What follows belongs to an exercise in optimizing a design on an open flow for small area and few clock cycles per item; a production flow would make more cautious choices. In this exercise RTL edits were held to simulation tests only and were not proved equivalent to the original. No activity file was given, so power comes from the tool's default toggle rates.

<file path="flow/constraint.sdc">
create_clock -name core_clock -period 4.0 [get_ports {clk}]
set_input_delay 0.8000 -clock core_clock [delete_from_list [all_inputs] [get_ports {clk}]]
set_output_delay 0.8000 -clock core_clock [all_outputs]
set_load 0.01 [all_outputs]
</file>
<file path="flow/flow/extra.sh">
EXTRA=("BUFFER_PORTS_ARGS=-buffer_cell sky130_fd_sc_hd__buf_1" "CTS_ARGS=-sink_clustering_enable -repair_clock_nets -dont_use_dummy_load -sink_clustering_size 20 -sink_clustering_max_diameter 100")
</file>
<file path="flow/config.mk">
export PLATFORM = sky130hd
export DESIGN_NAME = rs_c3_enc
export DESIGN_NICKNAME = rs_c3_enc
export VERILOG_FILES = /design/flow/design.v
export SDC_FILE = /design/flow/constraint.sdc
export NUM_CORES = 4
export LEC_CHECK = 0
export CAP_MARGIN = 20
export CORE_MARGIN = 2
export CORE_UTILIZATION = 60
export PLACE_DENSITY = 0.75
export SLEW_MARGIN = 20
</file>
<file path="flow/design.v">
module rs_c3_enc (
    input  wire        clk,
    input  wire        rst,
    input  wire        in_valid,
    output wire        in_ready,
    input  wire [15:0] in_data,
    output wire        out_valid,
    input  wire        out_ready,
    output wire [15:0] out_data,
    output wire        out_last
);
    localparam integer NPAR = 16;
    reg [15:0] q [1:NPAR-1];
    reg [15:0] fbd;
    reg [7:0]  cnt;
    reg        flushing;    
    wire       emitting = &cnt[7:4];
    wire [15:0] qn [1:NPAR-1];
    wire [15:0] top;
    wire x0 = fbd[8] ^ fbd[15];
    wire x1 = fbd[9] ^ fbd[14];
    wire x2 = fbd[3] ^ fbd[11];
    wire x3 = fbd[4] ^ fbd[12];
    wire x4 = fbd[0] ^ x1;
    wire x5 = fbd[10] ^ x0;
    wire x6 = fbd[8] ^ fbd[13];
    wire x7 = fbd[2] ^ fbd[14];
    wire x8 = fbd[5] ^ fbd[15];
    wire x9 = fbd[7] ^ x6;
    wire x10 = fbd[1] ^ fbd[6];
    wire x11 = x4 ^ x10;
    wire x12 = fbd[0] ^ x8;
    wire x13 = fbd[11] ^ x7;
    wire x14 = fbd[1] ^ x5;
    wire x15 = x3 ^ x11;
    wire x16 = fbd[6] ^ fbd[12];
    wire x17 = fbd[15] ^ x16;
    wire x18 = fbd[11] ^ fbd[14];
    wire x19 = x8 ^ x18;
    wire x20 = x3 ^ x7;
    wire x21 = fbd[10] ^ x20;
    wire x22 = x2 ^ x3;
    wire x23 = fbd[2] ^ x22;
    wire x24 = x2 ^ x6;
    wire x25 = x12 ^ x24;
    wire x26 = fbd[5] ^ fbd[11];
    wire x27 = x24 ^ x26;
    wire x28 = x11 ^ x27;
    wire x29 = fbd[4] ^ fbd[14];
    wire x30 = x5 ^ x29;
    wire x31 = x6 ^ x30;
    wire x32 = fbd[3] ^ fbd[12];
    wire x33 = x1 ^ x32;
    wire x34 = x0 ^ x33;
    wire x35 = fbd[1] ^ fbd[8];
    wire x36 = fbd[9] ^ x35;
    wire x37 = x24 ^ x36;
    wire x38 = fbd[0] ^ fbd[7];
    wire x39 = x20 ^ x38;
    wire x40 = x30 ^ x39;
    wire x41 = x32 ^ x35;
    wire x42 = x27 ^ x41;
    wire x43 = fbd[2] ^ fbd[5];
    wire x44 = fbd[13] ^ x38;
    wire x45 = x43 ^ x44;
    wire x46 = x14 ^ x45;
    wire x47 = x6 ^ x21;
    wire x48 = x11 ^ x13;
    wire x49 = x34 ^ x39;
    wire x50 = x34 ^ x45;
    wire x51 = x21 ^ x46;
    wire x52 = x20 ^ x24;
    wire x53 = x8 ^ x51;
    wire x54 = fbd[6] ^ x52;
    wire x55 = x15 ^ x33;
    wire x56 = x12 ^ x30;
    wire x57 = x2 ^ x50;
    wire x58 = fbd[3] ^ x51;
    wire x59 = x36 ^ x51;
    wire x60 = x55 ^ x56;
    wire x61 = x28 ^ x29;
    wire x62 = fbd[10] ^ x49;
    wire x63 = x15 ^ x35;
    wire x64 = x26 ^ x49;
    wire x65 = x42 ^ x56;
    wire x66 = x24 ^ x43;
    wire x67 = x31 ^ x48;
    wire x68 = fbd[12] ^ x55;
    wire x69 = fbd[15] ^ x54;
    wire x70 = fbd[1] ^ x19;
    wire x71 = fbd[7] ^ x22;
    wire x72 = x25 ^ x60;
    wire x73 = x51 ^ x57;
    wire x74 = x32 ^ x38;
    wire x75 = fbd[13] ^ fbd[15];
    wire x76 = x41 ^ x56;
    wire x77 = fbd[2] ^ x60;
    wire x78 = x16 ^ x22;
    wire x79 = x48 ^ x59;
    wire x80 = fbd[10] ^ x50;
    wire x81 = x6 ^ x80;
    wire x82 = x54 ^ x56;
    wire x83 = x35 ^ x47;
    wire x84 = x15 ^ x53;
    wire x87 = x58 ^ x82;
    wire x88 = x10 ^ x13;
    wire x89 = x10 ^ x75;
    wire x90 = x47 ^ x89;
    wire x91 = x24 ^ x48;
    wire x92 = x1 ^ x54;
    wire x93 = x52 ^ x55;
    wire x94 = x0 ^ x40;
    wire x95 = x61 ^ x70;
    wire x96 = x11 ^ x95;
    wire x97 = x44 ^ x88;
    wire x98 = x63 ^ x88;
    wire x99 = x25 ^ x46;
    wire x100 = x52 ^ x62;
    wire x101 = x47 ^ x99;
    wire x102 = x49 ^ x53;
    wire x103 = x22 ^ x59;
    wire x104 = fbd[10] ^ x63;
    wire x105 = x37 ^ x104;
    wire x106 = fbd[14] ^ x53;
    wire x107 = x10 ^ x18;
    wire x108 = x49 ^ x78;
    wire x109 = x42 ^ x73;
    wire x115 = x34 ^ x68;
    wire x118 = fbd[7] ^ fbd[11];
    wire x119 = fbd[6] ^ fbd[8];
    wire x120 = fbd[7] ^ fbd[9];
    wire x121 = x10 ^ x38;
    wire x122 = x94 ^ x121;
    wire x124 = fbd[5] ^ x75;
    wire x125 = x75 ^ x119;
    wire x126 = fbd[11] ^ x119;
    wire x127 = x0 ^ x2;
    wire x128 = x57 ^ x92;
    wire x129 = x44 ^ x118;
    wire x130 = x19 ^ x63;
    wire x131 = x129 ^ x130;
    wire x133 = fbd[10] ^ x41;
    wire x134 = fbd[13] ^ x20;
    wire x135 = x9 ^ x74;
    wire x136 = fbd[0] ^ x5;
    wire x137 = x69 ^ x136;
    wire x138 = x29 ^ x121;
    wire x139 = fbd[15] ^ x22;
    wire x140 = x12 ^ x43;
    wire x141 = x22 ^ x45;
    wire x143 = x23 ^ x25;
    wire x144 = x84 ^ x143;
    wire x145 = x119 ^ x143;
    wire x146 = x75 ^ x136;
    wire x147 = x27 ^ x126;
    wire x148 = fbd[2] ^ x21;
    wire x149 = x48 ^ x76;
    wire x150 = fbd[5] ^ x30;
    wire x151 = x2 ^ x150;
    wire x152 = x65 ^ x151;
    wire x153 = x145 ^ x152;
    wire x154 = x56 ^ x120;
    wire x155 = x88 ^ x147;
    wire x156 = x97 ^ x135;
    wire x157 = fbd[2] ^ x46;
    wire x158 = x41 ^ x157;
    wire x159 = x34 ^ x47;
    wire x160 = x7 ^ x150;
    wire x161 = x101 ^ x160;
    wire x163 = x4 ^ x40;
    wire x164 = x83 ^ x97;
    wire x165 = x52 ^ x63;
    wire x166 = x10 ^ x60;
    wire x167 = x43 ^ x165;
    wire x168 = x76 ^ x122;
    wire x169 = x44 ^ x101;
    wire x170 = x11 ^ x128;
    wire x172 = x50 ^ x167;
    wire x175 = x16 ^ x107;
    wire x176 = x1 ^ x107;
    wire x178 = fbd[4] ^ x126;
    wire x179 = x134 ^ x178;
    wire x180 = x166 ^ x176;
    wire x184 = x9 ^ x88;
    wire x185 = x159 ^ x184;
    wire x186 = x66 ^ x70;
    wire x188 = x27 ^ x70;
    wire x190 = x37 ^ x89;
    wire x191 = x27 ^ x136;
    wire x194 = x21 ^ x125;
    wire x195 = x120 ^ x133;
    wire x200 = x49 ^ x147;
    wire x203 = x139 ^ x148;
    wire x204 = x15 ^ x186;
    wire x205 = x89 ^ x141;
    wire x208 = x28 ^ x74;
    wire x210 = x45 ^ x147;
    wire x211 = x78 ^ x81;
    wire x214 = x50 ^ x126;
    wire x215 = x139 ^ x179;
    wire x226 = x64 ^ x83;
    wire x227 = x63 ^ x127;
    wire x228 = x75 ^ x99;
    wire x232 = x88 ^ x90;
    wire x235 = fbd[7] ^ x80;
    wire x237 = x26 ^ x145;
    wire x242 = x24 ^ x82;
    wire x243 = fbd[1] ^ x160;
    wire x245 = fbd[5] ^ x154;
    wire x249 = x65 ^ x71;
    wire x259 = x94 ^ x135;
    wire x285 = x164 ^ x188;
    wire x287 = fbd[0] ^ x68;
    wire x291 = x73 ^ x118;
    wire x293 = x81 ^ x94;
    wire x294 = x127 ^ x195;
    wire x295 = x90 ^ x294;
    wire x297 = x68 ^ x154;
    wire x300 = x104 ^ x179;
    wire x315 = x242 ^ x295;
    wire x320 = fbd[3] ^ x60;
    wire x324 = x147 ^ x228;
    wire x332 = x47 ^ x103;
    wire x340 = x50 ^ x87;
    wire x353 = x293 ^ x294;
    wire x361 = x5 ^ x79;
    wire x368 = fbd[2] ^ fbd[3];
    wire x372 = fbd[2] ^ fbd[11];
    wire x373 = fbd[13] ^ x372;
    wire x374 = x74 ^ x373;
    wire x375 = fbd[8] ^ fbd[10];
    wire x376 = x1 ^ x375;
    wire x377 = x376 ^ x153;
    wire x381 = fbd[1] ^ fbd[5];
    wire x382 = fbd[13] ^ fbd[14];
    wire x383 = x381 ^ x382;
    wire x384 = x74 ^ x383;
    wire x385 = fbd[5] ^ fbd[12];
    wire x388 = fbd[7] ^ x43;
    wire x390 = fbd[2] ^ fbd[7];
    wire x393 = fbd[6] ^ fbd[7];
    wire x394 = fbd[15] ^ x393;
    wire x395 = x394 ^ x300;
    wire x396 = fbd[14] ^ x5;
    wire y0 = fbd[2] ^ q[1][0];
    wire y1 = x90 ^ y0;
    wire y2 = x15 ^ q[1][1];
    wire y3 = x79 ^ y2;
    wire y4 = x179 ^ q[1][2];
    wire y5 = x69 ^ y4;
    wire y6 = x67 ^ q[1][3];
    wire y7 = x109 ^ y6;
    wire y8 = x141 ^ q[1][4];
    wire y9 = x166 ^ y8;
    wire y10 = x4 ^ q[1][5];
    wire y11 = x152 ^ y10;
    wire y12 = x194 ^ q[1][6];
    wire y13 = x103 ^ q[1][7];
    wire y14 = x161 ^ q[1][8];
    wire y15 = x69 ^ q[1][9];
    wire y16 = fbd[10] ^ q[1][10];
    wire y17 = x73 ^ y16;
    wire y18 = x139 ^ q[1][11];
    wire y19 = x101 ^ y18;
    wire y20 = x61 ^ q[1][12];
    wire y21 = x164 ^ y20;
    wire y22 = x204 ^ q[1][13];
    wire y23 = x203 ^ y22;
    wire y24 = x226 ^ q[1][14];
    wire y25 = fbd[12] ^ q[1][15];
    wire y26 = x67 ^ y25;
    wire y27 = x151 ^ q[2][0];
    wire y28 = x130 ^ q[2][1];
    wire y29 = x49 ^ q[2][2];
    wire y30 = x93 ^ y29;
    wire y31 = x374 ^ q[2][3];
    wire y32 = x133 ^ q[2][4];
    wire y33 = x25 ^ y32;
    wire y34 = x93 ^ q[2][5];
    wire y35 = x138 ^ q[2][6];
    wire y36 = x204 ^ y35;
    wire y37 = fbd[14] ^ q[2][7];
    wire y38 = x159 ^ y37;
    wire y39 = x83 ^ q[2][8];
    wire y40 = x80 ^ y39;
    wire y41 = x100 ^ q[2][9];
    wire y42 = x79 ^ y41;
    wire y43 = x105 ^ q[2][10];
    wire y44 = x102 ^ y43;
    wire y45 = x232 ^ q[2][11];
    wire y46 = x127 ^ q[2][12];
    wire y47 = x106 ^ y46;
    wire y48 = x66 ^ q[2][13];
    wire y49 = x169 ^ y48;
    wire y50 = x71 ^ q[2][14];
    wire y51 = x79 ^ y50;
    wire y52 = x44 ^ q[2][15];
    wire y53 = x215 ^ y52;
    wire y54 = x129 ^ q[3][0];
    wire y55 = x49 ^ y54;
    wire y56 = x36 ^ q[3][1];
    wire y57 = x76 ^ y56;
    wire y58 = x205 ^ q[3][2];
    wire y59 = x232 ^ y58;
    wire y60 = x89 ^ q[3][3];
    wire y61 = x119 ^ q[3][4];
    wire y62 = x95 ^ y61;
    wire y63 = x124 ^ q[3][5];
    wire y64 = x65 ^ y63;
    wire y65 = x124 ^ q[3][6];
    wire y66 = x48 ^ y65;
    wire y67 = x139 ^ q[3][7];
    wire y68 = x87 ^ y67;
    wire y69 = x60 ^ q[3][8];
    wire y70 = x96 ^ y69;
    wire y71 = x50 ^ q[3][9];
    wire y72 = x165 ^ y71;
    wire y73 = x315 ^ q[3][10];
    wire y74 = x2 ^ q[3][11];
    wire y75 = x169 ^ y74;
    wire y76 = x75 ^ q[3][12];
    wire y77 = x67 ^ y76;
    wire y78 = x71 ^ q[3][13];
    wire y79 = x243 ^ y78;
    wire y80 = x92 ^ q[3][14];
    wire y81 = x135 ^ q[3][15];
    wire y82 = x154 ^ y81;
    wire y83 = x167 ^ q[4][0];
    wire y84 = x153 ^ y83;
    wire y85 = x77 ^ q[4][1];
    wire y86 = x121 ^ q[4][2];
    wire y87 = x25 ^ y86;
    wire y88 = x66 ^ q[4][3];
    wire y89 = x156 ^ y88;
    wire y90 = x62 ^ q[4][4];
    wire y91 = x77 ^ y90;
    wire y92 = x324 ^ q[4][5];
    wire y93 = x210 ^ q[4][6];
    wire y94 = x97 ^ q[4][7];
    wire y95 = x54 ^ y94;
    wire y96 = x29 ^ q[4][8];
    wire y97 = x165 ^ y96;
    wire y98 = x146 ^ q[4][9];
    wire y99 = x58 ^ y98;
    wire y100 = x293 ^ q[4][10];
    wire y101 = x67 ^ q[4][11];
    wire y102 = x55 ^ y101;
    wire y103 = x40 ^ q[4][12];
    wire y104 = x84 ^ y103;
    wire y105 = x249 ^ q[4][13];
    wire y106 = fbd[14] ^ q[4][14];
    wire y107 = x0 ^ y106;
    wire y108 = x98 ^ y107;
    wire y109 = x74 ^ q[4][15];
    wire y110 = x46 ^ y109;
    wire y111 = x320 ^ q[5][0];
    wire y112 = x108 ^ q[5][1];
    wire y113 = x61 ^ q[5][2];
    wire y114 = x53 ^ y113;
    wire y115 = x57 ^ q[5][3];
    wire y116 = x98 ^ y115;
    wire y117 = x17 ^ q[5][4];
    wire y118 = x122 ^ y117;
    wire y119 = fbd[2] ^ q[5][5];
    wire y120 = x2 ^ y119;
    wire y121 = fbd[8] ^ q[5][6];
    wire y122 = fbd[3] ^ y121;
    wire y123 = x3 ^ y122;
    wire y124 = x78 ^ q[5][7];
    wire y125 = x167 ^ y124;
    wire y126 = x25 ^ q[5][8];
    wire y127 = x53 ^ y126;
    wire y128 = x145 ^ q[5][9];
    wire y129 = x33 ^ q[5][10];
    wire y130 = x95 ^ y129;
    wire y131 = x36 ^ q[5][11];
    wire y132 = x96 ^ y131;
    wire y133 = x62 ^ q[5][12];
    wire y134 = x73 ^ y133;
    wire y135 = x98 ^ q[5][13];
    wire y136 = fbd[10] ^ q[5][14];
    wire y137 = fbd[9] ^ y136;
    wire y138 = x368 ^ y137;
    wire y139 = x42 ^ y138;
    wire y140 = fbd[12] ^ q[5][15];
    wire y141 = x137 ^ y140;
    wire y142 = x4 ^ q[6][0];
    wire y143 = x122 ^ y142;
    wire y144 = x228 ^ q[6][1];
    wire y145 = x80 ^ q[6][2];
    wire y146 = x79 ^ y145;
    wire y147 = x127 ^ q[6][3];
    wire y148 = x128 ^ y147;
    wire y149 = x388 ^ q[6][4];
    wire y150 = x396 ^ y149;
    wire y151 = x190 ^ q[6][5];
    wire y152 = x126 ^ q[6][6];
    wire y153 = x164 ^ y152;
    wire y154 = x78 ^ q[6][7];
    wire y155 = x61 ^ y154;
    wire y156 = fbd[8] ^ q[6][8];
    wire y157 = x390 ^ y156;
    wire y158 = x190 ^ y157;
    wire y159 = x99 ^ q[6][9];
    wire y160 = x98 ^ y159;
    wire y161 = x15 ^ q[6][10];
    wire y162 = x80 ^ y161;
    wire y163 = fbd[10] ^ q[6][11];
    wire y164 = x150 ^ y163;
    wire y165 = x9 ^ q[6][12];
    wire y166 = x66 ^ y165;
    wire y167 = x35 ^ q[6][13];
    wire y168 = x68 ^ y167;
    wire y169 = x34 ^ q[6][14];
    wire y170 = x58 ^ y169;
    wire y171 = fbd[2] ^ q[6][15];
    wire y172 = x320 ^ y171;
    wire y173 = fbd[0] ^ q[7][0];
    wire y174 = x7 ^ y173;
    wire y175 = x81 ^ y174;
    wire y176 = x21 ^ q[7][1];
    wire y177 = x179 ^ y176;
    wire y178 = x203 ^ q[7][2];
    wire y179 = x194 ^ q[7][3];
    wire y180 = x214 ^ y179;
    wire y181 = x49 ^ q[7][4];
    wire y182 = x48 ^ y181;
    wire y183 = x159 ^ q[7][5];
    wire y184 = x158 ^ y183;
    wire y185 = fbd[10] ^ q[7][6];
    wire y186 = x10 ^ y185;
    wire y187 = x27 ^ y186;
    wire y188 = x295 ^ q[7][7];
    wire y189 = x107 ^ q[7][8];
    wire y190 = x106 ^ y189;
    wire y191 = x138 ^ q[7][9];
    wire y192 = x131 ^ y191;
    wire y193 = x157 ^ q[7][10];
    wire y194 = x109 ^ y193;
    wire y195 = x237 ^ q[7][11];
    wire y196 = x226 ^ y195;
    wire y197 = x235 ^ q[7][12];
    wire y198 = x97 ^ q[7][13];
    wire y199 = x62 ^ y198;
    wire y200 = x140 ^ q[7][14];
    wire y201 = x315 ^ y200;
    wire y202 = x140 ^ q[7][15];
    wire y203 = x82 ^ y202;
    wire y204 = fbd[14] ^ q[8][0];
    wire y205 = x385 ^ y204;
    wire y206 = x259 ^ y205;
    wire y207 = x95 ^ q[8][1];
    wire y208 = x45 ^ q[8][2];
    wire y209 = x170 ^ y208;
    wire y210 = x106 ^ q[8][3];
    wire y211 = x195 ^ q[8][4];
    wire y212 = x300 ^ q[8][5];
    wire y213 = fbd[5] ^ q[8][6];
    wire y214 = fbd[0] ^ y213;
    wire y215 = x18 ^ y214;
    wire y216 = x133 ^ y215;
    wire y217 = x108 ^ q[8][7];
    wire y218 = x106 ^ y217;
    wire y219 = x155 ^ q[8][8];
    wire y220 = x53 ^ y219;
    wire y221 = fbd[8] ^ q[8][9];
    wire y222 = x61 ^ y221;
    wire y223 = x148 ^ q[8][10];
    wire y224 = x55 ^ y223;
    wire y225 = x152 ^ q[8][11];
    wire y226 = x120 ^ q[8][12];
    wire y227 = x28 ^ y226;
    wire y228 = x143 ^ q[8][13];
    wire y229 = x208 ^ y228;
    wire y230 = x47 ^ q[8][14];
    wire y231 = x58 ^ y230;
    wire y232 = x153 ^ q[8][15];
    wire y233 = x66 ^ q[9][0];
    wire y234 = x102 ^ y233;
    wire y235 = x83 ^ q[9][1];
    wire y236 = x115 ^ y235;
    wire y237 = x158 ^ q[9][2];
    wire y238 = x131 ^ q[9][3];
    wire y239 = x134 ^ q[9][4];
    wire y240 = x87 ^ y239;
    wire y241 = x12 ^ q[9][5];
    wire y242 = x57 ^ y241;
    wire y243 = x20 ^ q[9][6];
    wire y244 = x159 ^ y243;
    wire y245 = x129 ^ q[9][7];
    wire y246 = x30 ^ y245;
    wire y247 = x149 ^ q[9][8];
    wire y248 = x104 ^ q[9][9];
    wire y249 = x103 ^ y248;
    wire y250 = x259 ^ q[9][10];
    wire y251 = x242 ^ q[9][11];
    wire y252 = x388 ^ q[9][12];
    wire y253 = x65 ^ y252;
    wire y254 = x19 ^ q[9][13];
    wire y255 = x91 ^ y254;
    wire y256 = x163 ^ q[9][14];
    wire y257 = x55 ^ y256;
    wire y258 = x158 ^ q[9][15];
    wire y259 = x98 ^ y258;
    wire y260 = x119 ^ q[10][0];
    wire y261 = x76 ^ y260;
    wire y262 = x81 ^ q[10][1];
    wire y263 = x105 ^ y262;
    wire y264 = x291 ^ q[10][2];
    wire y265 = x10 ^ q[10][3];
    wire y266 = x20 ^ y265;
    wire y267 = x44 ^ q[10][4];
    wire y268 = x90 ^ y267;
    wire y269 = x41 ^ q[10][5];
    wire y270 = x57 ^ y269;
    wire y271 = fbd[3] ^ q[10][6];
    wire y272 = x90 ^ y271;
    wire y273 = x6 ^ q[10][7];
    wire y274 = x64 ^ y273;
    wire y275 = x135 ^ q[10][8];
    wire y276 = x59 ^ y275;
    wire y277 = x324 ^ q[10][9];
    wire y278 = x291 ^ y277;
    wire y279 = x146 ^ q[10][10];
    wire y280 = x95 ^ y279;
    wire y281 = x71 ^ q[10][11];
    wire y282 = x245 ^ y281;
    wire y283 = x140 ^ q[10][12];
    wire y284 = x161 ^ y283;
    wire y285 = fbd[14] ^ q[10][13];
    wire y286 = fbd[1] ^ y285;
    wire y287 = x237 ^ y286;
    wire y288 = x78 ^ q[10][14];
    wire y289 = x79 ^ y288;
    wire y290 = x215 ^ q[10][15];
    wire y291 = x34 ^ q[11][0];
    wire y292 = x65 ^ y291;
    wire y293 = x78 ^ q[11][1];
    wire y294 = x77 ^ y293;
    wire y295 = x50 ^ q[11][2];
    wire y296 = x185 ^ y295;
    wire y297 = x211 ^ q[11][3];
    wire y298 = x28 ^ q[11][4];
    wire y299 = x101 ^ y298;
    wire y300 = x45 ^ q[11][5];
    wire y301 = x122 ^ y300;
    wire y302 = x184 ^ q[11][6];
    wire y303 = x148 ^ q[11][7];
    wire y304 = x62 ^ y303;
    wire y305 = x87 ^ q[11][8];
    wire y306 = x3 ^ q[11][9];
    wire y307 = x64 ^ y306;
    wire y308 = fbd[15] ^ q[11][10];
    wire y309 = x1 ^ y308;
    wire y310 = x374 ^ y309;
    wire y311 = x64 ^ q[11][11];
    wire y312 = x131 ^ y311;
    wire y313 = x8 ^ q[11][12];
    wire y314 = x82 ^ y313;
    wire y315 = x101 ^ q[11][13];
    wire y316 = x1 ^ q[11][14];
    wire y317 = x143 ^ y316;
    wire y318 = x5 ^ q[11][15];
    wire y319 = x28 ^ y318;
    wire y320 = x94 ^ q[12][0];
    wire y321 = fbd[1] ^ q[12][1];
    wire y322 = x24 ^ y321;
    wire y323 = x245 ^ q[12][2];
    wire y324 = x249 ^ q[12][3];
    wire y325 = x235 ^ y324;
    wire y326 = x68 ^ q[12][4];
    wire y327 = x106 ^ y326;
    wire y328 = x120 ^ q[12][5];
    wire y329 = x29 ^ y328;
    wire y330 = fbd[5] ^ q[12][6];
    wire y331 = x136 ^ y330;
    wire y332 = x176 ^ q[12][7];
    wire y333 = x74 ^ q[12][8];
    wire y334 = x73 ^ y333;
    wire y335 = x148 ^ q[12][9];
    wire y336 = x155 ^ y335;
    wire y337 = x208 ^ q[12][10];
    wire y338 = fbd[15] ^ q[12][11];
    wire y339 = x105 ^ y338;
    wire y340 = x18 ^ q[12][12];
    wire y341 = x25 ^ y340;
    wire y342 = x115 ^ q[12][13];
    wire y343 = x83 ^ q[12][14];
    wire y344 = x59 ^ y343;
    wire y345 = x134 ^ q[12][15];
    wire y346 = x105 ^ y345;
    wire y347 = x44 ^ q[13][0];
    wire y348 = x168 ^ y347;
    wire y349 = x128 ^ q[13][1];
    wire y350 = x186 ^ q[13][2];
    wire y351 = x12 ^ q[13][3];
    wire y352 = x84 ^ y351;
    wire y353 = x163 ^ q[13][4];
    wire y354 = x58 ^ y353;
    wire y355 = x42 ^ q[13][5];
    wire y356 = x137 ^ y355;
    wire y357 = x205 ^ q[13][6];
    wire y358 = x45 ^ q[13][7];
    wire y359 = x68 ^ y358;
    wire y360 = x102 ^ q[13][8];
    wire y361 = x4 ^ q[13][9];
    wire y362 = x159 ^ y361;
    wire y363 = x109 ^ q[13][10];
    wire y364 = x46 ^ q[13][11];
    wire y365 = x84 ^ y364;
    wire y366 = x49 ^ q[13][12];
    wire y367 = x137 ^ y366;
    wire y368 = x100 ^ q[13][13];
    wire y369 = x16 ^ q[13][14];
    wire y370 = x72 ^ y369;
    wire y371 = x69 ^ q[13][15];
    wire y372 = x55 ^ y371;
    wire y373 = x243 ^ q[14][0];
    wire y374 = x148 ^ q[14][1];
    wire y375 = x149 ^ y374;
    wire y376 = x19 ^ q[14][2];
    wire y377 = x156 ^ y376;
    wire y378 = x104 ^ q[14][3];
    wire y379 = x58 ^ y378;
    wire y380 = x121 ^ q[14][4];
    wire y381 = x19 ^ y380;
    wire y382 = x50 ^ q[14][5];
    wire y383 = x28 ^ y382;
    wire y384 = x67 ^ q[14][6];
    wire y385 = x185 ^ y384;
    wire y386 = x92 ^ q[14][7];
    wire y387 = x93 ^ y386;
    wire y388 = x141 ^ q[14][8];
    wire y389 = x96 ^ y388;
    wire y390 = x91 ^ q[14][9];
    wire y391 = x210 ^ q[14][10];
    wire y392 = x211 ^ y391;
    wire y393 = x191 ^ q[14][11];
    wire y394 = x205 ^ y393;
    wire y395 = x188 ^ q[14][12];
    wire y396 = x45 ^ q[14][13];
    wire y397 = x59 ^ y396;
    wire y398 = x191 ^ q[14][14];
    wire y399 = x118 ^ q[14][15];
    wire y400 = x138 ^ y399;
    wire y401 = x4 ^ q[15][0];
    wire y402 = x14 ^ q[15][1];
    wire y403 = x13 ^ q[15][2];
    wire y404 = x34 ^ q[15][3];
    wire y405 = x31 ^ q[15][4];
    wire y406 = x19 ^ q[15][5];
    wire y407 = x17 ^ q[15][6];
    wire y408 = x9 ^ q[15][7];
    wire y409 = x15 ^ q[15][8];
    wire y410 = x46 ^ q[15][9];
    wire y411 = x23 ^ q[15][10];
    wire y412 = x28 ^ q[15][11];
    wire y413 = x40 ^ q[15][12];
    wire y414 = x37 ^ q[15][13];
    wire y415 = x21 ^ q[15][14];
    wire y416 = x25 ^ q[15][15];
    assign qn[1][0] = x214;
    assign qn[1][1] = x285;
    assign qn[1][2] = x287;
    assign qn[1][3] = x227;
    assign qn[1][4] = x377;
    assign qn[1][5] = x332;
    assign qn[1][6] = x340;
    assign qn[1][7] = x361;
    assign qn[1][8] = x237;
    assign qn[1][9] = x384;
    assign qn[1][10] = x175;
    assign qn[1][11] = x178;
    assign qn[1][12] = x200;
    assign qn[1][13] = x297;
    assign qn[1][14] = x395;
    assign qn[1][15] = x353;
    assign qn[2][0] = y1;
    assign qn[2][1] = y3;
    assign qn[2][2] = y5;
    assign qn[2][3] = y7;
    assign qn[2][4] = y9;
    assign qn[2][5] = y11;
    assign qn[2][6] = y12;
    assign qn[2][7] = y13;
    assign qn[2][8] = y14;
    assign qn[2][9] = y15;
    assign qn[2][10] = y17;
    assign qn[2][11] = y19;
    assign qn[2][12] = y21;
    assign qn[2][13] = y23;
    assign qn[2][14] = y24;
    assign qn[2][15] = y26;
    assign qn[3][0] = y27;
    assign qn[3][1] = y28;
    assign qn[3][2] = y30;
    assign qn[3][3] = y31;
    assign qn[3][4] = y33;
    assign qn[3][5] = y34;
    assign qn[3][6] = y36;
    assign qn[3][7] = y38;
    assign qn[3][8] = y40;
    assign qn[3][9] = y42;
    assign qn[3][10] = y44;
    assign qn[3][11] = y45;
    assign qn[3][12] = y47;
    assign qn[3][13] = y49;
    assign qn[3][14] = y51;
    assign qn[3][15] = y53;
    assign qn[4][0] = y55;
    assign qn[4][1] = y57;
    assign qn[4][2] = y59;
    assign qn[4][3] = y60;
    assign qn[4][4] = y62;
    assign qn[4][5] = y64;
    assign qn[4][6] = y66;
    assign qn[4][7] = y68;
    assign qn[4][8] = y70;
    assign qn[4][9] = y72;
    assign qn[4][10] = y73;
    assign qn[4][11] = y75;
    assign qn[4][12] = y77;
    assign qn[4][13] = y79;
    assign qn[4][14] = y80;
    assign qn[4][15] = y82;
    assign qn[5][0] = y84;
    assign qn[5][1] = y85;
    assign qn[5][2] = y87;
    assign qn[5][3] = y89;
    assign qn[5][4] = y91;
    assign qn[5][5] = y92;
    assign qn[5][6] = y93;
    assign qn[5][7] = y95;
    assign qn[5][8] = y97;
    assign qn[5][9] = y99;
    assign qn[5][10] = y100;
    assign qn[5][11] = y102;
    assign qn[5][12] = y104;
    assign qn[5][13] = y105;
    assign qn[5][14] = y108;
    assign qn[5][15] = y110;
    assign qn[6][0] = y111;
    assign qn[6][1] = y112;
    assign qn[6][2] = y114;
    assign qn[6][3] = y116;
    assign qn[6][4] = y118;
    assign qn[6][5] = y120;
    assign qn[6][6] = y123;
    assign qn[6][7] = y125;
    assign qn[6][8] = y127;
    assign qn[6][9] = y128;
    assign qn[6][10] = y130;
    assign qn[6][11] = y132;
    assign qn[6][12] = y134;
    assign qn[6][13] = y135;
    assign qn[6][14] = y139;
    assign qn[6][15] = y141;
    assign qn[7][0] = y143;
    assign qn[7][1] = y144;
    assign qn[7][2] = y146;
    assign qn[7][3] = y148;
    assign qn[7][4] = y150;
    assign qn[7][5] = y151;
    assign qn[7][6] = y153;
    assign qn[7][7] = y155;
    assign qn[7][8] = y158;
    assign qn[7][9] = y160;
    assign qn[7][10] = y162;
    assign qn[7][11] = y164;
    assign qn[7][12] = y166;
    assign qn[7][13] = y168;
    assign qn[7][14] = y170;
    assign qn[7][15] = y172;
    assign qn[8][0] = y175;
    assign qn[8][1] = y177;
    assign qn[8][2] = y178;
    assign qn[8][3] = y180;
    assign qn[8][4] = y182;
    assign qn[8][5] = y184;
    assign qn[8][6] = y187;
    assign qn[8][7] = y188;
    assign qn[8][8] = y190;
    assign qn[8][9] = y192;
    assign qn[8][10] = y194;
    assign qn[8][11] = y196;
    assign qn[8][12] = y197;
    assign qn[8][13] = y199;
    assign qn[8][14] = y201;
    assign qn[8][15] = y203;
    assign qn[9][0] = y206;
    assign qn[9][1] = y207;
    assign qn[9][2] = y209;
    assign qn[9][3] = y210;
    assign qn[9][4] = y211;
    assign qn[9][5] = y212;
    assign qn[9][6] = y216;
    assign qn[9][7] = y218;
    assign qn[9][8] = y220;
    assign qn[9][9] = y222;
    assign qn[9][10] = y224;
    assign qn[9][11] = y225;
    assign qn[9][12] = y227;
    assign qn[9][13] = y229;
    assign qn[9][14] = y231;
    assign qn[9][15] = y232;
    assign qn[10][0] = y234;
    assign qn[10][1] = y236;
    assign qn[10][2] = y237;
    assign qn[10][3] = y238;
    assign qn[10][4] = y240;
    assign qn[10][5] = y242;
    assign qn[10][6] = y244;
    assign qn[10][7] = y246;
    assign qn[10][8] = y247;
    assign qn[10][9] = y249;
    assign qn[10][10] = y250;
    assign qn[10][11] = y251;
    assign qn[10][12] = y253;
    assign qn[10][13] = y255;
    assign qn[10][14] = y257;
    assign qn[10][15] = y259;
    assign qn[11][0] = y261;
    assign qn[11][1] = y263;
    assign qn[11][2] = y264;
    assign qn[11][3] = y266;
    assign qn[11][4] = y268;
    assign qn[11][5] = y270;
    assign qn[11][6] = y272;
    assign qn[11][7] = y274;
    assign qn[11][8] = y276;
    assign qn[11][9] = y278;
    assign qn[11][10] = y280;
    assign qn[11][11] = y282;
    assign qn[11][12] = y284;
    assign qn[11][13] = y287;
    assign qn[11][14] = y289;
    assign qn[11][15] = y290;
    assign qn[12][0] = y292;
    assign qn[12][1] = y294;
    assign qn[12][2] = y296;
    assign qn[12][3] = y297;
    assign qn[12][4] = y299;
    assign qn[12][5] = y301;
    assign qn[12][6] = y302;
    assign qn[12][7] = y304;
    assign qn[12][8] = y305;
    assign qn[12][9] = y307;
    assign qn[12][10] = y310;
    assign qn[12][11] = y312;
    assign qn[12][12] = y314;
    assign qn[12][13] = y315;
    assign qn[12][14] = y317;
    assign qn[12][15] = y319;
    assign qn[13][0] = y320;
    assign qn[13][1] = y322;
    assign qn[13][2] = y323;
    assign qn[13][3] = y325;
    assign qn[13][4] = y327;
    assign qn[13][5] = y329;
    assign qn[13][6] = y331;
    assign qn[13][7] = y332;
    assign qn[13][8] = y334;
    assign qn[13][9] = y336;
    assign qn[13][10] = y337;
    assign qn[13][11] = y339;
    assign qn[13][12] = y341;
    assign qn[13][13] = y342;
    assign qn[13][14] = y344;
    assign qn[13][15] = y346;
    assign qn[14][0] = y348;
    assign qn[14][1] = y349;
    assign qn[14][2] = y350;
    assign qn[14][3] = y352;
    assign qn[14][4] = y354;
    assign qn[14][5] = y356;
    assign qn[14][6] = y357;
    assign qn[14][7] = y359;
    assign qn[14][8] = y360;
    assign qn[14][9] = y362;
    assign qn[14][10] = y363;
    assign qn[14][11] = y365;
    assign qn[14][12] = y367;
    assign qn[14][13] = y368;
    assign qn[14][14] = y370;
    assign qn[14][15] = y372;
    assign qn[15][0] = y373;
    assign qn[15][1] = y375;
    assign qn[15][2] = y377;
    assign qn[15][3] = y379;
    assign qn[15][4] = y381;
    assign qn[15][5] = y383;
    assign qn[15][6] = y385;
    assign qn[15][7] = y387;
    assign qn[15][8] = y389;
    assign qn[15][9] = y390;
    assign qn[15][10] = y392;
    assign qn[15][11] = y394;
    assign qn[15][12] = y395;
    assign qn[15][13] = y397;
    assign qn[15][14] = y398;
    assign qn[15][15] = y400;
    assign top[0] = y401;
    assign top[1] = y402;
    assign top[2] = y403;
    assign top[3] = y404;
    assign top[4] = y405;
    assign top[5] = y406;
    assign top[6] = y407;
    assign top[7] = y408;
    assign top[8] = y409;
    assign top[9] = y410;
    assign top[10] = y411;
    assign top[11] = y412;
    assign top[12] = y413;
    assign top[13] = y414;
    assign top[14] = y415;
    assign top[15] = y416;
    wire        take  = in_valid && !emitting;
    wire        shift = emitting && (out_ready || flushing);
    wire        en    = take || shift;
    wire [15:0] fb    = (in_data ^ top) & {16{!emitting}};
    integer k;
    always @(posedge clk) begin
        if (en) begin
            fbd  <= fb;
            for (k = 1; k < NPAR; k = k + 1) q[k] <= qn[k];
        end
    end
    always @(posedge clk) begin
        if (rst) begin
            cnt      <= 8'd240;
            flushing <= 1'b1;
        end else if (en) begin
            cnt <= cnt + 8'd1;
            if (&cnt) flushing <= 1'b0;
        end
    end
    assign in_ready  = !emitting;
    assign out_valid = emitting && !flushing;
    assign out_data  = top;
    assign out_last  = &cnt;
endmodule
</file>
<file path="flow/flow/run.sh">
#!/bin/bash
# The standard layout (standard.sh) with two changes:
#  - ABC maps the logic with an area-oriented structural mapping (&nf) (flow/abc.script), so
#    the XOR network written in the RTL is kept as it is;
#  - extra ORFS make variables from flow/extra.sh (placement/CTS options).
# Each tool's output goes to the ORFS logs under orfs/logs; make's own output
# goes to make.log.
set -euo pipefail
HERE=$(pwd)
cat > my_synth.tcl <<EOF
proc abc {args} {
  set i [lsearch -exact \$args -script]
  if {\$i >= 0} { set args [lreplace \$args [expr {\$i+1}] [expr {\$i+1}] $HERE/flow/abc.script] }
  yosys abc {*}\$args
}
source $HERE/synth_recipe.tcl
EOF
{
  cat flow/extra.sh
  sed -e "s#SYNTH_SCRIPT=[^ ]*#SYNTH_SCRIPT=$HERE/my_synth.tcl#" \
      -e 's#"\${@:-finish}"#"${EXTRA[@]}" "${@:-finish}"#' standard.sh
} > my_standard.sh
bash my_standard.sh > make.log 2>&1
</file>
<file path="flow/flow/abc.script">
&get -n
&st
&dch -f
&nf -R 1000
&put
</file>
<file path="flow/standard.sh">
#!/bin/bash
# synth_recipe.tcl (not shown) runs the flow's synth.tcl, then flattens the netlist and writes it again
# the make line also repeats each setting of config.mk as NAME=value (left out here)
make -C /OpenROAD-flow-scripts/flow DESIGN_CONFIG=/design/flow/config.mk WORK_HOME=/design/flow/orfs CLKGATE_MAP_FILE= SYNTH_SCRIPT=/design/flow/synth_recipe.tcl "${@:-finish}"
</file>
==> results of run 1 <==
[power by group]
part	internal [µW]	leakage, µW	switching [µW]
sequential	3190	0.00322	87.0
clock	759	0.000209	889
combinational	169	0.00293	170
[state kept, by name (all words and copies together) (netlist names)]
name / flops
q: 240
flushing: 1
cnt: 8
fbd: 16
[metrics by stage]
step	hold slack (ps)	util, %	worst slack, ps
finish	458	69.1	150
global route	473	69.1	66.0
CTS	456	69.0	26.8
detailed placement	446	67.1	84.2
global placement	435	67.1	100
floorplan	424	-	-2430
[cells in the mapped netlist (all sizes together)]
cell type / count
xnor2: 458
edfxtp: 256
xor2: 184
a21oi: 23
o21ai: 21
buf: 16
dfxtp: 9
nand3: 4
nor2: 4
clkinv: 3
nor3: 2
and3: 1
and4: 1
ha: 1
mux2i: 1
nand2b: 1
nand4: 1
nor2b: 1
o21a: 1
[cell families (layout without fill, tap and decap cells)]
| kind of cell | after synthesis | after routing | share of synthesized area [%] |
|---|---|---|---|
| xor+xnor | 642 | 642 | 40.3 |
| flops | 265 | 265 | 56.4 |
| mux | 1 | 1 | 0.0718 |
| fa+ha+maj | 1 | 1 | 0.0897 |
| compound gates | 45 | 45 | 1.63 |
| simple gates | 15 | 15 | 0.565 |
| buf+inv | 19 | 164 | 0.942 |
[timing repair]
item                                    4_1_cts  5_1_grt
gates resized for setup                       1        1
buffers inserted                              0        2
endpoints found under the setup margin        2        7
[metal layers]
layer,vias to the layer above,share of wire [%]
met5,-,0
met4,0,4.1
met3,74,9.1
met2,414,46
met1,4021,41
li1,3575,-
[cell type report]
| type | instances | area (µm²) |
|---|---|---|
| Sequential cell | 265 | 7870 |
| Tap cell | 285 | 357 |
| Multi-Input combinational cell | 704 | 6050 |
| Clock buffer | 17 | 425 |
| Fill cell | 1684 | 7020 |
| Timing Repair Buffer | 144 | 976 |
| Inverter | 3 | 11.3 |
[how the worst max path moves through the flow]
stage                           to  slack, ps
6_report              out_data[12]        150
3_5_place_dp    q[15][8]$_DFFE_PN_         80
3_3_place_gp    q[15][8]$_DFFE_PN_        100
4_1_cts               out_data[11]         30
5_1_grt               out_data[12]         70
2_1_floorplan  cnt[7]$_SDFFE_PP1N_      -2430
[worst reg2reg max path: cells and delay by family, from the launching register on]
kind	cells	cell delay (ps)
xor+xnor	8	2510
flops	1	620
buf+inv	2	450
==> impl_metrics.csv, run 1 <==
group,metric,value,unit
run_status,outcome,"timing/DRC/antenna clean",
setup_path,critPathMostFrequentCell,"xnor2_1",
grt,grt_pass1_wl,58.0,mm
setup_path,slowest_stage,"xor2_1",
setup_path,worstReg2RegStart,"fbd[9]$_DFFE_PN_",
grt,use_met2,55.0,%
hold_path,hp-start,"cnt[6]$_SDFFE_PP1N_",
power,power,5270,µW
grt,grt_pass1_vias,8074,
setup_path,crit_buf_inv,2,
route,wl_per_cell,29.3,µm
hold_path,min_path_type,"reg2reg",
placement,dpl.hpwl,31.9,mm
finish,stdcell_count,1418,
timing,setup_viol,0,
placement,place.gp.congestion,1.04,
synth,synth_top_area_share,55.1,%
finish,nNetsFinal,1156,
timing,max_freq,260,MHz
floorplan,boundaryPins,39,
finish,diodes,0,
finish,layout_commonest_cell,"xnor2_1",
floorplan,die_h,156,µm
synth,syn_area,14000,µm²
setup_path,critPathCaptureType,"output pin",
timing,rsz0062_at_grt,"false",
synth,synthTopCellsByArea,"edfxtp_1, xnor2_1, xor2_1",
clock_network,clockBufferDepth,3,
setup_path,crit_path_max_fanout,5,
clock_network,htreeDepth,1,
timing,slew_headroom,26.5,%
setup_path,crit_cells,7,
clock_network,cts_sinks,265,
route,via_per_inst,5.70,
route,ant_nets,0,
synth,yosysUniqueCellTypes,19,
synth,ys_warn_count,2,
timing,fin_crit,3850,ps
setup_path,cp_slowest_stage_delay,520,ps
route,dr_total_vias,8084,
clock_network,clock-root-buffer,"clkbuf_16",
route,wl,41.6,mm
setup_path,path_cells,"xnor2_1 > xor2_1 > xnor2_1 > xor2_1 > buf_4 > xnor2_1 > buf_1",
grt,grt_use_met3,6.62,%
hold_path,hold_depth,1,
floorplan,die_w,156,µm
floorplan,rows,55,
run,maxCapViolCount,0,
floorplan,start_util,61.4,%
clock_network,clk_pin_slew_worst_paths,90,ps
clock_network,cts_hold_repair.buffers,0,
grt,overflow,0,
timing,finalMaxSlewViolations,0,
timing,fin_crit_sh,96.2,%
setup_path,setup.worst_path.start,"fbd[8]$_DFFE_PN_",
setup_path,required,3200,ps
finish,final_cell_mix,"xnor2_1, edfxtp_1, xor2_1",
power,irDropWorstVdd,312,µV
synth,syn_area_per_cell,14.1,µm²
placement,dp_cells,1399,
finish,drive_above_1_share,12.2,%
power,powerDensity,336,nW/µm²
setup_path,crit_arrival,3050,ps
floorplan,die-area,24500,µm²
route,first_pass_iters,7,
clock_network,numCtsBuffers,17,
placement,port_buffers,38,
grt,met1_usage,48.8,%
finish,final_area,15700,µm²
grt,grt_max_degree,81,
timing,tightest_slew,1090,ps
grt,antenna_found_initial,0,
clock_network,worstSkewPairLatency,530,ps
synth,yosys.area.top_type,"edfxtp_1",
synth,syn_inst,988,
route,drt_iter0_drc,1008,
timing,skew,57.3,ps
setup_path,crit_family,"XOR/XNOR gates",
timing,hold_viol,0,
hold_path,hold_end,"cnt[6]$_SDFFE_PP1N_",
setup_path,regToRegEndpoint,"q[15][8]$_DFFE_PN_",
setup_path,r2r_cells,10,
setup_path,r2r_slack,170,ps
timing,final.setup.tns,0,ps
synth,syn-num-nets,1009,
route,drc_errors,0,
grt,grt_util_all_layers,35.0,%
placement,dpl-instance-area,15200,µm²
setup_path,worst_setup_path_start_kind,"flip-flop",
synth,ys_seq_area_share,56.4,%
floorplan,core_area,22700,µm²
grt,grt-busiest-layer,"met2",
setup_path,path_class,"reg2out",
power,total_leakage_power,0.00636,µW
clock_network,cts_tree,"done",
synth,ys_seq_elements,265,
finish,syn_to_final_growth,12.5,%
Testbench counts, summed over its fixed seeds: cycles 49,280, words 192.
==> inputs of run 2 (changes only) <==
==> flow/flow/extra.sh (replaced) <==
EXTRA=("BUFFER_PORTS_ARGS=-buffer_cell sky130_fd_sc_hd__buf_1" "CTS_ARGS=-sink_clustering_enable -repair_clock_nets -dont_use_dummy_load -sink_clustering_size 24 -sink_clustering_max_diameter 120")
==> run 2 against run 1 <==
Net effect: maximum frequency rose by 0.57%; combinational power hardly changed; core utilization down 0.22 points; synthesized cell count did not move; global-route usage about the same; critical path depth stayed put; flip-flop and latch count stayed put; critical endpoint unchanged; largest cell class unchanged; largest power group unchanged; highest routed layer is now met5.
==> impl_metrics.csv, run 2 <==
group,metric,value,unit
run_status,outcome,"timing/DRC/antenna clean",
route,wl_per_cell,29.4,µm
finish,fillCellCount,1709,
finish,final_cell_mix,"xnor2_1, edfxtp_1, xor2_1",
setup_path,worst_setup_path_start_kind,"flip-flop",
grt,met1_usage,47.7,%
grt,grt_use_met3,7.78,%
placement,place.gp.congestion,1.04,
power,p_switching,1120,µW
finish,syn_to_final_growth,12.1,%
timing,rsz0062_at_grt,"false",
finish,final_util,68.9,%
grt,overflow,0,
setup_path,critPathCaptureType,"output pin",
clock_network,clock-root-buffer,"clkbuf_16",
setup_path,crit_arrival,3030,ps
clock_network,cts_tree,"done",
finish,drive_above_1_share,12.0,%
power,p_int,4040,µW
synth,syn_inst,988,
synth,ys_warn_count,2,
clock_network,numCtsBuffers,15,
hold_path,min_path_type,"reg2reg",
setup_path,critPathMostFrequentCell,"xnor2_1",
timing,layout_setup_ws,172,ps
placement,port_buffers,38,
power,p_clk_share,29.8,%
route,via_per_inst,5.70,
route,wl,41.6,mm
clock_network,clk_pin_slew_worst_paths,100,ps
synth,synth.most_common_cell,"xnor2_1",
route,drt_iter0_drc,1030,
floorplan,boundaryPins,39,
placement,preCtsSetupSlack,84.2,ps
power,comb_power_share,6.6,%
timing,skew,61.8,ps
timing,max_freq,261,MHz
finish,largest_register,"q",
route,first_pass_iters,5,
power,p_seq_share,63.6,%
power,switching_share,21.8,%
floorplan,die_h,156,µm
synth,synth_top_area_share,55.1,%
grt,grt_max_degree,81,
power,total_leakage_power,0.00634,µW
setup_path,path_class,"reg2out",
synth,ys_seq_area_share,56.4,%
floorplan,core_area,22700,µm²
route,drc_errors,0,
setup_path,crit_family,"XOR/XNOR gates",
synth,async_flop_share,0,%
grt,use_met2,55.9,%
finish,seqCellArea,7870,µm²
synth,synthTopCellsByArea,"edfxtp_1, xnor2_1, xor2_1",
synth,ys_seq_elements,265,
route,ant_nets,0,
grt,grt_pass1_vias,8071,
finish,largest_reg_flops,240,
clock_network,clockBufferDepth,3,
timing,hold_viol,0,
run,maxCapViolCount,0,
floorplan,start_util,61.4,%
floorplan,die_w,156,µm
finish,layout_commonest_cell,"xnor2_1",
timing,fin_crit_sh,95.7,%
timing,fin_crit,3830,ps
setup_path,crit_path_max_fanout,5,
timing,tightest_slew,1110,ps
grt,antenna_found_initial,1,
synth,synth-main-ff-cell,"edfxtp_1",
floorplan,die-area,24500,µm²
synth,syn_area_per_cell,14.1,µm²
synth,syn_area,14000,µm²
timing,setup_viol,0,
synth,synth-edff-count,256,
finish,reg.largest.list,"q (240), fbd (16), cnt (8)",
clock_network,worstSkewPairLatency,500,ps
grt,grt-busiest-layer,"met2",
setup_path,cp_slowest_stage_delay,520,ps
grt,grt_pass1_wl,58.0,mm
floorplan,rows,55,
power,irDropWorstVdd,391,µV
setup_path,path_cells,"xnor2_1 > xor2_1 > xnor2_1 > xor2_1 > buf_4 > xnor2_1 > buf_1",
synth,syn-num-nets,1009,
placement,dpl.hpwl,31.9,mm
setup_path,crit_buf_inv,2,
route,dr_total_vias,8069,
clock_network,htreeDepth,1,
finish,multiInputGateArea,6050,µm²
synth,synth_common_cells,"xnor2_1, edfxtp_1, xor2_1, a21oi_1, o21ai_0",
grt,grt_util_all_layers,35.0,%
timing,slew_headroom,25.3,%
power,powerDensity,330,nW/µm²
synth,yosys.area.top_type,"edfxtp_1",
setup_path,slowest_stage,"xor2_1",
clock_network,cts_sinks,265,
setup_path,required,3200,ps
synth,yosysUniqueCellTypes,19,
timing,finalMaxSlewViolations,0,
setup_path,r2r_slack,220,ps
finish,nNetsFinal,1154,
finish,diodes,0,
-- run 2: cell count changes in the layout (fill, tap and decap cells not counted) --
cell       change
clkbuf_16      -2
-- run 2: cell families after synthesis --
| group | count (synthesis) | share of synthesized area [%] |
|---|---|---|
| flip-flops | 265 | 56.4 |
| buffers and inverters | 19 | 0.942 |
| adder cells (fa/ha/maj) | 1 | 0.0897 |
| AO/OA/AOI/OAI | 45 | 1.63 |
| multiplexers | 1 | 0.0718 |
| AND/OR/NAND/NOR | 15 | 0.565 |
| XOR/XNOR | 642 | 40.3 |
-- run 2: metrics by stage --
step | total power, µW | hold slack, ps | TNS, ps | cells | area, µm²
after floorplan | 3580 | 424 | -475810 | 988 | 14000
after global placement | 3670 | 435 | 0 | 1399 | 15200
after detailed placement | 3680 | 446 | 0 | 1399 | 15200
after CTS | 5160 | 457 | 0 | 1414 | 15600
after global routing | 5290 | 475 | 0 | 1416 | 15600
final | 5160 | 459 | 0 | 1416 | 15600
-- run 2: worst paths after layout --
path,startpoint,endpoint,cells past startpoint
worst max-delay path,fbd[8]$_DFFE_PN_,out_data[12],7
worst min register to register,cnt[6]$_SDFFE_PP1N_,cnt[6]$_SDFFE_PP1N_,1
worst min-delay path,cnt[6]$_SDFFE_PP1N_,cnt[6]$_SDFFE_PP1N_,1
worst max register to register,fbd[9]$_DFFE_PN_,q[15][8]$_DFFE_PN_,10
-- run 2: layout make-up --
cell class,instances,share of cell area (%)
multi-input combinational,704,38.7
clock buffer,15,2.40
sequential,265,50.3
tap,285,2.28
timing repair buffer,144,6.24
inverter,3,0.0720
-- run 2: layer usage --
metal | part of all wire [%] | wire length (µm)
met1 | 41 | 17000
met4 | 3.8 | 1580
met5 | 0.031 | 13
met3 | 8.9 | 3690
met2 | 46 | 19300
-- run 2: power groups by stage --
stage	combinational [µW]	sequential (µW)	clock [µW]
3_5_place_dp	335	3340	0
2_1_floorplan	269	3310	0
6_report	340	3280	1540
4_1_cts	337	3280	1550
3_3_place_gp	328	3340	0
5_1_grt	367	3290	1640
-- run 2: repair_timing --
action,4_1_cts,5_1_grt
resized for setup,1,1
setup buffers,0,2
setup endpoints to repair,2,7
endpoints found under the hold margin,0,0
hold buffers,0,0
==> inputs of run 3 (changes only) <==
--- a/flow/config.mk
+++ b/flow/config.mk
@@ -7,6 +7,6 @@
 export LEC_CHECK = 0
 export CAP_MARGIN = 20
 export CORE_MARGIN = 2
-export CORE_UTILIZATION = 60
-export PLACE_DENSITY = 0.75
+export CORE_UTILIZATION = 55
+export PLACE_DENSITY = 0.7
 export SLEW_MARGIN = 20
==> run 3 against run 2 <==
Net effect: still clean on timing, DRC and antenna; clock-buffer cell count unchanged; cell area increased by 0.78%; worst hold slack got worse by 4.7 ps; power about the same; maximum frequency decreased by 0.16%; synthesized area unchanged; wire length increased by 3.8%; critical path type unchanged.
==> impl_metrics.csv, run 3 <==
group,metric,value,unit
run_status,outcome,"timing/DRC/antenna clean",
route,first_pass_iters,6,
floorplan,boundaryPins,39,
timing,layout_setup_ws,166,ps
grt,grt_pass1_wl,59.9,mm
timing,skew,84.2,ps
synth,syn-num-nets,1009,
timing,fin_crit_sh,95.9,%
synth,async_flop_share,0,%
finish,diodes,0,
clock_network,cts_setup_buffers,0,
power,powerDensity,328,nW/µm²
synth,synth_common_cells,"xnor2_1, edfxtp_1, xor2_1, a21oi_1, o21ai_0",
clock_network,numCtsBuffers,15,
clock_network,cts_tree,"done",
setup_path,crit_family,"XOR/XNOR gates",
clock_network,clockBufferDepth,3,
setup_path,required,3200,ps
timing,finalMaxSlewViolations,0,
grt,grt_util_all_layers,33.3,%
route,drt_iter0_drc,889,
setup_path,crit_path_max_fanout,5,
synth,ys_seq_elements,265,
route,via_per_inst,5.49,
grt,antenna_found_initial,0,
synth,syn_area,14000,µm²
setup_path,crit_arrival,3030,ps
timing,slew_headroom,28.9,%
finish,final_cell_mix,"xnor2_1, edfxtp_1, xor2_1",
setup_path,critPathCaptureType,"output pin",
placement,port_buffers,38,
finish,largest_reg_flops,240,
synth,yosys.area.top_type,"edfxtp_1",
synth,synth-main-ff-cell,"edfxtp_1",
synth,yosysUniqueCellTypes,19,
grt,grt_pass1_vias,7815,
clock_network,cts_sinks,265,
route,ant_nets,0,
floorplan,die-area,26700,µm²
finish,syn_to_final_growth,13.0,%
clock_network,clock-root-buffer,"clkbuf_16",
setup_path,path_class,"reg2out",
timing,setup_viol,0,
route,drc_errors,0,
floorplan,start_util,55.7,%
clock_network,htreeDepth,1,
finish,layout_commonest_cell,"xnor2_1",
placement,dp_cells,1450,
clock_network,clk_pin_slew_worst_paths,100,ps
power,irDropWorstVdd,333,µV
synth,ys_seq_area_share,56.4,%
route,wl,43.2,mm
synth,syn_inst,988,
setup_path,slowest_stage,"edfxtp_1",
setup_path,critPathMostFrequentCell,"buf_4",
setup_path,r2r_slack,320,ps
finish,largest_register,"q",
hold_path,min_path_type,"reg2reg",
finish,nNetsFinal,1158,
clock_network,worstSkewPairLatency,510,ps
synth,syn_area_per_cell,14.1,µm²
placement,preCtsSetupSlack,117,ps
synth,synth_top_area_share,55.1,%
route,dr_total_vias,8040,
timing,fin_crit,3830,ps
placement,place.gp.congestion,1.04,
setup_path,path_cells,"xnor2_1 > xor2_1 > buf_4 > xnor2_2 > buf_4 > xor2_1 > buf_4 > xnor2_1 > buf_1",
finish,reg.largest.list,"q (240), fbd (16), cnt (8)",
setup_path,worst_setup_path_start_kind,"flip-flop",
grt,grt_max_degree,68,
finish,stdcell_count,1465,
floorplan,rows,58,
synth,synth-edff-count,256,
timing,rsz0062_at_grt,"false",
run,maxCapViolCount,0,
setup_path,cp_slowest_stage_delay,520,ps
floorplan,die_w,163,µm
timing,final.setup.tns,0,ps
setup_path,crit_buf_inv,4,
finish,fillCellCount,1984,
placement,dpl.hpwl,33.4,mm
route,wl_per_cell,29.5,µm
timing,max_freq,261,MHz
floorplan,die_h,163,µm
timing,tightest_slew,1060,ps
grt,overflow,0,
timing,hold_viol,0,
finish,drive_above_1_share,12.6,%
floorplan,core_area,25000,µm²
power,total_leakage_power,0.00638,µW
synth,ys_warn_count,2,
synth,synth.most_common_cell,"xnor2_1",
synth,synthTopCellsByArea,"edfxtp_1, xnor2_1, xor2_1",
-- run 3: kinds of logic (layout without fill, tap and decap cells) --
group	count (synthesis)	count (layout)	share of synthesized area, %
buf+inv	19	166	0.942
simple gates	15	15	0.565
flops	265	265	56.4
fa+ha+maj	1	1	0.0897
xor+xnor	642	642	40.3
compound gates	45	45	1.63
mux	1	1	0.0718
-- run 3: power by group --
group          switching, µW  internal, µW  total, µW  leakage (µW)
Clock                    867           674       1540      0.000185
Sequential              89.2          3190       3280       0.00322
Combinational            171           169        340       0.00297
-- run 3: layout make-up --
type	instances	area, µm²	area share, %
well taps	330	413	2.62
repair buffers	148	1020	6.46
flip-flops and latches	265	7870	49.9
multi-input cells	704	6070	38.5
clock buffers	15	375	2.38
inverters	3	11.3	0.0714
-- run 3: path summary, 6_finish.rpt --
kind | start | endpoint | cells past startpoint
worst max-delay path | fbd[8]$_DFFE_PN_ | out_data[12] | 9
worst min-delay path | cnt[6]$_SDFFE_PP1N_ | cnt[6]$_SDFFE_PP1N_ | 1
worst max register to register | fbd[14]$_DFFE_PN_ | q[5][0]$_DFFE_PN_ | 9
worst min register to register | cnt[6]$_SDFFE_PP1N_ | cnt[6]$_SDFFE_PP1N_ | 1
-- run 3: worst register-to-register path, stage by stage, from the launching register on --
cell	delay, ps
edfxtp_1	590
xor2_2	260
xnor2_1	240
xor2_1	410
xnor2_4	300
xor2_1	500
xnor2_1	320
xnor2_1	480
xnor2_1	180
xnor2_1	160
-- run 3: metrics by stage --
step	util, %	instance area, µm²	power, µW	hold slack, ps
floorplan	-	14000	3580	424
global placement	61.3	15300	3670	437
detailed placement	61.3	15400	3680	447
CTS	62.9	15700	5190	461
global route	63.0	15800	5310	475
finish	63.0	15800	5160	454
-- run 3: what timing repair did --
item,4_1_cts,5_1_grt
setup endpoints to repair,1,3
gates resized for setup,1,2
hold buffers,0,0
-- run 3: layer usage --
layer	GRT usage (%)	share of wire [%]
met5	0	0
met4	8.97	2.7
met3	4.62	7.9
met2	53.0	46
met1	48.2	43
==> inputs of run 4 (changes only) <==
--- a/flow/design.v
+++ b/flow/design.v
@@ -9,12 +9,14 @@
     output wire [15:0] out_data,
     output wire        out_last
 );
+    localparam integer K    = 240;
     localparam integer NPAR = 16;
     reg [15:0] q [1:NPAR-1];
     reg [15:0] fbd;
-    reg [7:0]  cnt;
+    reg        emitting;    
     reg        flushing;    
-    wire       emitting = &cnt[7:4];
+    reg [7:0]  in_cnt;
+    reg [3:0]  out_cnt;
     wire [15:0] qn [1:NPAR-1];
     wire [15:0] top;
     wire x0 = fbd[8] ^ fbd[15];
@@ -928,15 +930,29 @@
     end
     always @(posedge clk) begin
         if (rst) begin
-            cnt      <= 8'd240;
+            emitting <= 1'b1;
             flushing <= 1'b1;
-        end else if (en) begin
-            cnt <= cnt + 8'd1;
-            if (&cnt) flushing <= 1'b0;
+            in_cnt   <= 8'd0;
+            out_cnt  <= 4'd0;
+        end else if (take) begin
+            if (in_cnt == K - 1) begin
+                in_cnt   <= 8'd0;
+                emitting <= 1'b1;
+            end else begin
+                in_cnt <= in_cnt + 8'd1;
+            end
+        end else if (shift) begin
+            if (out_cnt == NPAR - 1) begin
+                out_cnt  <= 4'd0;
+                emitting <= 1'b0;
+                flushing <= 1'b0;
+            end else begin
+                out_cnt <= out_cnt + 4'd1;
+            end
         end
     end
     assign in_ready  = !emitting;
     assign out_valid = emitting && !flushing;
     assign out_data  = top;
-    assign out_last  = &cnt;
+    assign out_last  = out_cnt == NPAR - 1;
 endmodule
--- a/flow/flow/run.sh
+++ b/flow/flow/run.sh
@@ -1,7 +1,8 @@
 #!/bin/bash
 # The standard layout (standard.sh) with two changes:
-#  - ABC maps the logic with an area-oriented structural mapping (&nf) (flow/abc.script), so
-#    the XOR network written in the RTL is kept as it is;
+#  - the two-input XOR/XNOR gates are mapped straight to xor2_1/xnor2_1 cells
+#    (flow/xormap.v) and ABC maps the rest with a plain structural mapping
+#    (flow/abc.script), so the XOR network written in the RTL is kept as it is;
 #  - extra ORFS make variables from flow/extra.sh (placement/CTS options).
 # Each tool's output goes to the ORFS logs under orfs/logs; make's own output
 # goes to make.log.
@@ -9,6 +10,7 @@
 HERE=$(pwd)
 cat > my_synth.tcl <<EOF
 proc abc {args} {
+  yosys techmap -map $HERE/flow/xormap.v
   set i [lsearch -exact \$args -script]
   if {\$i >= 0} { set args [lreplace \$args [expr {\$i+1}] [expr {\$i+1}] $HERE/flow/abc.script] }
   yosys abc {*}\$args
==> flow/flow/abc.script (replaced) <==
strash
map -a
==> flow/flow/extra.sh (replaced) <==
EXTRA=("BUFFER_PORTS_ARGS=-buffer_cell sky130_fd_sc_hd__buf_2" "CTS_ARGS=-sink_clustering_enable -repair_clock_nets -dont_use_dummy_load -buf_list sky130_fd_sc_hd__clkbuf_8 -root_buf sky130_fd_sc_hd__clkbuf_8")
==> flow/flow/xormap.v (new file) <==
// Map Yosys's two-input XOR/XNOR gates straight to library cells, so that
// the XOR network written in the RTL reaches the layout gate for gate.
module \$_XOR_ (input A, input B, output Y);
  sky130_fd_sc_hd__xor2_1 _TECHMAP_REPLACE_ (.A(A), .B(B), .X(Y));
endmodule
module \$_XNOR_ (input A, input B, output Y);
  sky130_fd_sc_hd__xnor2_1 _TECHMAP_REPLACE_ (.A(A), .B(B), .Y(Y));
endmodule
==> run 4 against run 3 <==
Net effect: still clean; power rose by 6.4%; highest routed layer unchanged; maximum frequency down 1.8%; cell area rose by 8.4%; critical path depth did not move; core utilization up 2.6 points; flip-flop and latch count rose by 5.
==> impl_metrics.csv, run 4 <==
group,metric,value,unit
timing,rsz0062_at_grt,"false",
placement,dpl.hpwl,34.7,mm
power,irDropWorstVdd,322,µV
setup_path,crit_path_max_fanout,8,
power,total_leakage_power,0.00638,µW
synth,synthSimpleGateAreaFrac,1.86,%
setup_path,path_class,"reg2out",
clock_network,htreeDepth,2,
timing,slew_headroom,28.1,%
timing,fin_crit,3900,ps
finish,largest_reg_flops,240,
synth,synth_top_family_by_area,"XOR/XNOR gates",
clock_network,clk_pin_slew_worst_paths,50,ps
route,via_per_inst,5.40,
hold_path,hp-start,"flushing$_SDFFE_PP1P_",
setup_path,crit_path_end,"out_data[15]",
route,first_pass_iters,5,
synth,yosys.area_share.xor_xnor,40.9,%
synth,synth_top_area_share,52.8,%
clock_network,cts_sinks,270,
power,power,5490,µW
placement,place.gp.congestion,0.970,
timing,fin_crit_sh,97.6,%
floorplan,boundaryPins,39,
synth,synth-main-ff-cell,"edfxtp_1",
setup_path,worst_setup_path_start_kind,"flip-flop",
grt,grt_pass1_vias,8837,
finish,layout_commonest_cell,"xor2_1",
hold_path,min_path_type,"reg2reg",
finish,final_cell_mix,"xor2_1, edfxtp_1, buf_4",
route,drc_errors,0,
run,maxCapViolCount,0,
timing,finalMaxSlewViolations,0,
floorplan,start_util,55.9,%
synth,syn_area,14600,µm²
setup_path,setup.worst_path.start,"fbd[15]$_DFFE_PP_",
clock_network,clockBufferDepth,3,
timing,setup_viol,0,
placement,dp_cells,1592,
floorplan,die_h,167,µm
finish,stdcell_count,1652,
synth,synth_compound_area_share,0.602,%
route,ant_nets,0,
route,drt_iter0_drc,1135,
clock_network,worstSkewPairLatency,560,ps
clock_network,cts_tree,"done",
setup_path,crit_arrival,3100,ps
power,powerDensity,321,nW/µm²
clock_network,clock-root-buffer,"clkbuf_8",
grt,grt_util_all_layers,32.7,%
synth,synthAdderAreaFrac,0.172,%
grt,antenna_found_initial,0,
setup_path,regToRegEndpoint,"q[3][13]$_DFFE_PP_",
placement,preCtsSetupSlack,-243,ps
route,wl_per_cell,27.5,µm
synth,synth-edff-count,256,
synth,syn_area_per_cell,13.4,µm²
timing,tightest_slew,1080,ps
synth,syn-num-nets,1107,
setup_path,r2r_cells,11,
placement,port_buffers,38,
floorplan,core_area,26100,µm²
grt,grt_pass1_wl,62.8,mm
finish,final_area,17100,µm²
setup_path,r2r_slack,120,ps
synth,synthTopCellsByArea,"edfxtp_1, xor2_1, xnor2_1",
setup_path,worstReg2RegStart,"fbd[15]$_DFFE_PP_",
clock_network,numCtsBuffers,46,
finish,reg.largest.list,"q (240), fbd (16), in_cnt (8)",
finish,diodes,0,
finish,largest_register,"q",
route,dr_total_vias,8919,
synth,synth.most_common_cell,"xor2_1",
synth,ys_warn_count,2,
timing,hold_viol,0,
synth,synthMuxAreaShare,0,%
synth,ys_seq_area_share,54.7,%
floorplan,die-area,27800,µm²
finish,drive_above_1_share,20.2,%
route,wl,45.4,mm
run_status,outcome,"timing/DRC/antenna clean",
synth,ys_seq_elements,270,
synth,yosysUniqueCellTypes,17,
floorplan,die_w,167,µm
placement,dpl-instance-area,16200,µm²
timing,layout_setup_ws,95.6,ps
finish,syn_to_final_growth,17.4,%
synth,synth_common_cells,"xor2_1, edfxtp_1, xnor2_1, clkinv_1, nor2_1",
setup_path,required,3200,ps
grt,overflow,0,
clock_network,cts_hold_repair.buffers,0,
floorplan,rows,59,
grt,grt_max_degree,174,
setup_path,critPathCaptureType,"output pin",
synth,syn_inst,1085,
synth,async_flop_share,0,%
finish,nNetsFinal,1341,
synth,yosys.area.top_type,"edfxtp_1",
timing,skew,26.1,ps
timing,max_freq,256,MHz
[run 4: cell types whose count changed in the layout (fill, tap and decap cells not counted), moves of 18 or more]
cell / before / now
xor2_1: 181 / 513
xnor2_1: 449 / 151
buf_4: 106 / 160
clkbuf_8: 0 / 46
buf_1: 38 / 0
buf_2: 0 / 38
clkinv_1: 3 / 37
nand2_1: 0 / 23
nor2_1: 4 / 25
o21ai_0: 20 / 2
[run 4: worst min-delay path by stage]
stage,cells after the start,slack [ps],to
floorplan,2,450,flushing$_SDFFE_PP1P_
global placement,2,470,flushing$_SDFFE_PP1P_
detailed placement,2,470,flushing$_SDFFE_PP1P_
CTS,2,490,out_cnt[1]$_SDFFE_PP0P_
global route,2,520,out_cnt[1]$_SDFFE_PP0P_
finish,2,480,flushing$_SDFFE_PP1P_
[run 4: metrics by stage]
stage | hold WS, ps | utilization (%) | TNS [ps]
after detailed placement | 474 | 62.3 | -409
final | 483 | 65.6 | 0
after global routing | 516 | 65.6 | 0
after floorplan | 451 | - | 0
after CTS | 488 | 65.0 | 0
after global placement | 471 | 62.3 | -1020
[run 4: cell type report]
class,count,area (µm²)
multi-input combinational,762,6470
sequential,270,7970
timing repair buffer,202,1460
fill,2013,8970
inverter,37,139
tap,335,419
clock buffer,46,633
[run 4: routing by layer]
metal | share of wire (%) | global-route usage (%)
met2 | 45 | 50.9
met3 | 8.2 | 5.66
met1 | 42 | 46.2
met5 | 0 | 0
met4 | 3.9 | 12.1
[run 4: cell families after synthesis]
| group | Yosys count |
|---|---|
| buffers and inverters | 53 |
| xor gates and xnor gates | 679 |
| adders and majority gates | 2 |
| DFF | 270 |
| AOI/OAI and AO/OA | 17 |
| and+or+nand+nor | 64 |
[run 4: where the power goes]
| group | internal [µW] | total (µW) | switching [µW] |
|---|---|---|---|
| registers | 3180 | 3240 | 61.2 |
| clock network | 1010 | 2020 | 1010 |
| logic | 108 | 227 | 120 |
[run 4: worst max-delay path, cell delays in order, from the launching register on]
cell and delay [ps]:
edfxtp_1 460, buf_4 250, xnor2_1 270, xor2_1 290
buf_4 230, xor2_2 260, buf_4 280, xor2_1 260
clkinv_1 90, buf_2 140
[run 4: what timing repair did]
item	CTS	global route
buffers inserted	4	9
pin swaps	1	1
cloned	0	0
gates resized for setup	6	7
setup endpoints to repair	8	7
Testbench counts of run 4, summed over its fixed seeds: cycles 49,280, words 192.

Re-timed with assumed drivers on the ports (clkbuf_16 on the clock, buf_2 on other inputs), run 4 has 0.047 ns of setup slack against 0.096 ns with ideal ports, and 0.119 ns once port delays also move by the mid clock arrival of 0.593 ns.
